From an optimization exercise on the open Yosys and OpenROAD flow, aimed at small area, a short achievable clock period and few clock cycles per item; shortcuts taken in it are not production practice. Function was checked by simulation only, so behaviour that the tests miss may differ from the original. Power and IR drop assume default switching activity.

// mf_median
module mf_median (
    input  wire               clk,
    input  wire               rst,         
    input  wire               in_valid,
    output wire               in_ready,
    input  wire signed [31:0] in_value,
    input  wire               in_missing,
    input  wire               in_clear,    
    input  wire        [3:0]  in_m,        
    output reg                out_valid,
    output reg                out_missing,
    output reg  signed [32:0] out_med2     
);
Size: ~700 flip-flops, about 77 I/O pins, about 43000 sq um of cells after synthesis.
export LEC_CHECK = 0
export CAP_MARGIN = 20
export CORE_MARGIN = 2
export CORE_UTILIZATION = 55
export PLACE_DENSITY = 0.65
export SLEW_MARGIN = 20
create_clock -name core_clock -period 25.0 [get_ports {clk}]
standard.sh (not shown) runs the stock make flow with config.mk's settings and CLKGATE_MAP_FILE= SYNTH_SCRIPT=/design/flow/synth_recipe.tcl, a recipe that flattens the netlist after the stock synthesis.
==> flow/flow/run.sh <==
#!/bin/bash
# The standard layout (the standard.sh: ORFS synthesis through finish), with
# ORFS's repair_timing asked to leave a setup margin, so that it sizes and
# buffers the layout for a shorter achieved period than the 25 ns clock asks for.
# The clock, the I/O delays and every other constraint are the design's own.
set -euo pipefail
export SETUP_SLACK_MARGIN="${MARGIN:-19.0}"
bash standard.sh > standard.log 2>&1
The baseline finished clean.
Testbench counts at the start, summed over its fixed seeds: cycles 32,032, items 32,000.
Edit:
==> flow/flow/run.sh (replaced) <==
#!/bin/bash
# The standard layout (the standard.sh: ORFS synthesis through finish), with
# ORFS's repair_timing asked to leave a setup margin, so that it sizes and
# buffers the layout for a shorter achieved period than the 25 ns clock asks for,
# and allowed to resize cells to other footprints. The clock, the I/O delays and
# every other constraint are the design's own. make's output goes to standard.log,
# each ORFS step's to its own log under orfs/logs.
set -euo pipefail
bash standard.sh SETUP_SLACK_MARGIN=19.3 MATCH_CELL_FOOTPRINT=0 finish > standard.log 2>&1
The new run completed without violations.
Final area stays flat.
Combinational power climbs by about 1%.
Utilization climbs by 0.13 points.
Via count is about the same.
Count of clock-buffer cells in the layout climbs by 7.
Worst hold slack improved by 0.0034 ns.
Worst setup slack got worse by 0.013 ns.
Total power drops by 2.5%.
Edit:
==> flow/run.sh (new file) <==
#!/bin/bash
# synth_recipe.tcl (not shown) runs the flow's synth.tcl, then flattens the netlist and writes it again
# the make line also repeats each setting of config.mk as NAME=value (left out here)
make -C /OpenROAD-flow-scripts/flow DESIGN_CONFIG=/design/flow/config.mk WORK_HOME=/design/flow/orfs CLKGATE_MAP_FILE= SYNTH_SCRIPT=/design/flow/synth_recipe.tcl finish
removed: flow/flow/run.sh
removed: flow/standard.sh
The changed run produced a clean layout; wire length goes up by 3.3%; via count went up by 0.45%; setup slack loses 0.59 ns; sequential cell count is unchanged; core utilization shrinks by 0.23 points; non-clock buffer count drops by 22.

---

== job 101 ==
mf_median, a different RTL version from the one above (not shown whole).
Size in the first run: about 700 flip-flops, about 77 I/O pins, ~42000 sq um of cells after synthesis.
==> flow/config.mk <==
export PLATFORM = sky130hd
export DESIGN_NAME = mf_median
export DESIGN_NICKNAME = mf_median
export VERILOG_FILES = /design/flow/design.v
export SDC_FILE = /design/flow/constraint.sdc
export NUM_CORES = 4
export LEC_CHECK = 0
export CAP_MARGIN = 20
export CORE_MARGIN = 2
export CORE_UTILIZATION = 65
export CTS_BUF_LIST = sky130_fd_sc_hd__clkbuf_16
export CTS_CLUSTER_DIAMETER = 100
export CTS_CLUSTER_SIZE = 20
export PLACE_DENSITY = 0.72
export SLEW_MARGIN = 20
==> flow/constraint.sdc <==
create_clock -name core_clock -period 25.0 [get_ports {clk}]
set_input_delay 5.0000 -clock core_clock [delete_from_list [all_inputs] [get_ports {clk}]]
set_output_delay 5.0000 -clock core_clock [all_outputs]
set_load 0.01 [all_outputs]
==> flow/flow/run.sh <==
#!/bin/bash
# The standard layout (the standard.sh: ORFS synthesis through finish), with
# ORFS's repair_timing asked to leave a setup margin, so that it sizes and
# buffers the layout for a shorter achieved period than the 25 ns clock asks for,
# and allowed to resize cells to other footprints. The clock, the I/O delays and
# every other constraint are the design's own. make's output goes to standard.log,
# each ORFS step's to its own log under orfs/logs.
set -euo pipefail
bash standard.sh SETUP_SLACK_MARGIN=19.0 MATCH_CELL_FOOTPRINT=0 finish > standard.log 2>&1
No stage failed in job 101, and the final checks on the layout all came back clean.
Testbench counts of job 101, summed over its fixed seeds: cycles 32,032, items 32,000.
Here is what was changed in the inputs of job 102 compared with job 101.
- changing PLACE_DENSITY from 0.72 to 0.65
- removing CTS_CLUSTER_DIAMETER (formerly 100)
- changing CORE_UTILIZATION from 65 to 55
- removing CTS_CLUSTER_SIZE (formerly 20)
- changing CTS_BUF_LIST from sky130_fd_sc_hd__clkbuf_16 to sky130_fd_sc_hd__clkbuf_8
--- a/flow/flow/run.sh
+++ b/flow/flow/run.sh
@@ -8,2 +8,2 @@
 set -euo pipefail
-bash standard.sh SETUP_SLACK_MARGIN=19.0 MATCH_CELL_FOOTPRINT=0 finish > standard.log 2>&1
+bash standard.sh SETUP_SLACK_MARGIN=19.3 MATCH_CELL_FOOTPRINT=0 finish > standard.log 2>&1
Taking job 101 over job 102, the area enclosed by the die boundary ratio works out to 0.848.
Note that the total of clock buffers placed in the layout recorded for job 101 amounts to 0.32 times the value seen in job 102.
Changes observed in job 102 relative to job 101: worst slack after detailed placement lower; post-route total power has increased; global routing usage on met3 -3.8 points; cell area climbed about 3.3%.
#### Input delta (job 103 over job 102)
- removing CTS_BUF_LIST (formerly sky130_fd_sc_hd__clkbuf_8)
[summary]
Share of the clock period used by the worst path after layout in job 103 is 0.49 points below job 102. Summary — met3 global-route usage, job 103 relative to job 102: higher, by 0.93 points. First element of the critical path: out_valid$_SDFF_PP0_ -> job 102, out_med2[6]$_DFF_P_ -> job 103. Est. power | job 103 vs job 102 | job 103 higher.
Input changes introduced in job 104 (baseline for comparison: job 103):
- CTS_CLUSTER_DIAMETER newly set to 100
- CTS_BUF_LIST newly set to sky130_fd_sc_hd__clkbuf_16
- CTS_CLUSTER_SIZE newly set to 20
--- a/flow/flow/run.sh
+++ b/flow/flow/run.sh
@@ -8,2 +8,2 @@
 set -euo pipefail
-bash standard.sh SETUP_SLACK_MARGIN=19.3 MATCH_CELL_FOOTPRINT=0 finish > standard.log 2>&1
+bash standard.sh SETUP_SLACK_MARGIN=18.9 MATCH_CELL_FOOTPRINT=0 finish > standard.log 2>&1
[summary]
- The setup slack on job 104 is in line with that on job 103.
- Across both runs, wire length was lower for job 104 than for job 103.
- Job 104 has layout overhead on the synthesized area below what job 103 had.
- Between job 104 and job 103, the flip-flop and latch area does not differ in any meaningful way.
- Total power was lower in the run labelled job 104.
> inputs changed (job 104 -> job 105)
- SLEW_MARGIN: 20 -> 10
- CAP_MARGIN: 20 -> 10
--- a/flow/flow/run.sh
+++ b/flow/flow/run.sh
@@ -8,2 +8,2 @@
 set -euo pipefail
-bash standard.sh SETUP_SLACK_MARGIN=18.9 MATCH_CELL_FOOTPRINT=0 finish > standard.log 2>&1
+bash standard.sh SETUP_SLACK_MARGIN=19.3 MATCH_CELL_FOOTPRINT=0 finish > standard.log 2>&1
Notes after the runs:
- | length of routed met2 wiring | higher: job 104 |
- Diff job 104 -> job 105: power dissipated in combinational cells rose about 2%, share of the clock period used by the worst path held steady, number of clock buffers in the layout moved down.
- Routed wire length delta (job 105 -> job 104): insignificant
- Job 105 ended up with a lower part of the power in the clock network than job 104 did.
- Job 105 ends up with a number of antenna violations at the first check in global routing that is 6 higher than in job 104.
- Compared with job 104, job 105 shows non-clock inverter total of the final layout that has gone up slightly.
- In the route summary, job 105 ends up with a via count exceeding that of job 104.

[port drivers added, routing unchanged]
How much do the figures lean on ideal ports? The routed layouts below were timed once more, with nothing changed but the port constraints.
Step 1, drivers: a clkbuf_16 drives clk and a buf_2 each remaining input, both assumed.
Step 2, shift: input delay + t, output delay - t, t = (earliest + latest rising clock arrival at the registers) / 2. This alone moves slack from input paths to output paths.
Slacks: ideal ports / drivers / drivers and shift; pairs: ideal ports / drivers.
| run | shift t [ns] | setup slack, ns | pins driven straight from the clock port |
|---|---|---|---|
| the first run of note 1 | 0.707 | 18.876 / 18.809 / 18.651 | 1 |
| the second run of note 1 | 0.706 | 18.863 / 18.794 / 19.032 | 1 |
| the third run of note 1 | 0.704 | 18.276 / 18.276 / 18.276 | 1 |
| job 101 | 0.694 | 18.886 / 18.818 / 18.623 | 1 |
| job 102 | 0.823 | 18.798 / 18.733 / 18.906 | 1 |
| job 103 | 0.705 | 18.920 / 18.853 / 18.922 | 1 |
| job 104 | 0.684 | 18.921 / 18.847 / 18.485 | 1 |
| job 105 | 0.688 | 18.923 / 18.851 / 18.915 | 1 |
After both steps setup and hold are still met in every run listed. The setup slack of job 104, which loses most, moves by -0.074 ns with the drivers and by -0.436 ns with both steps.
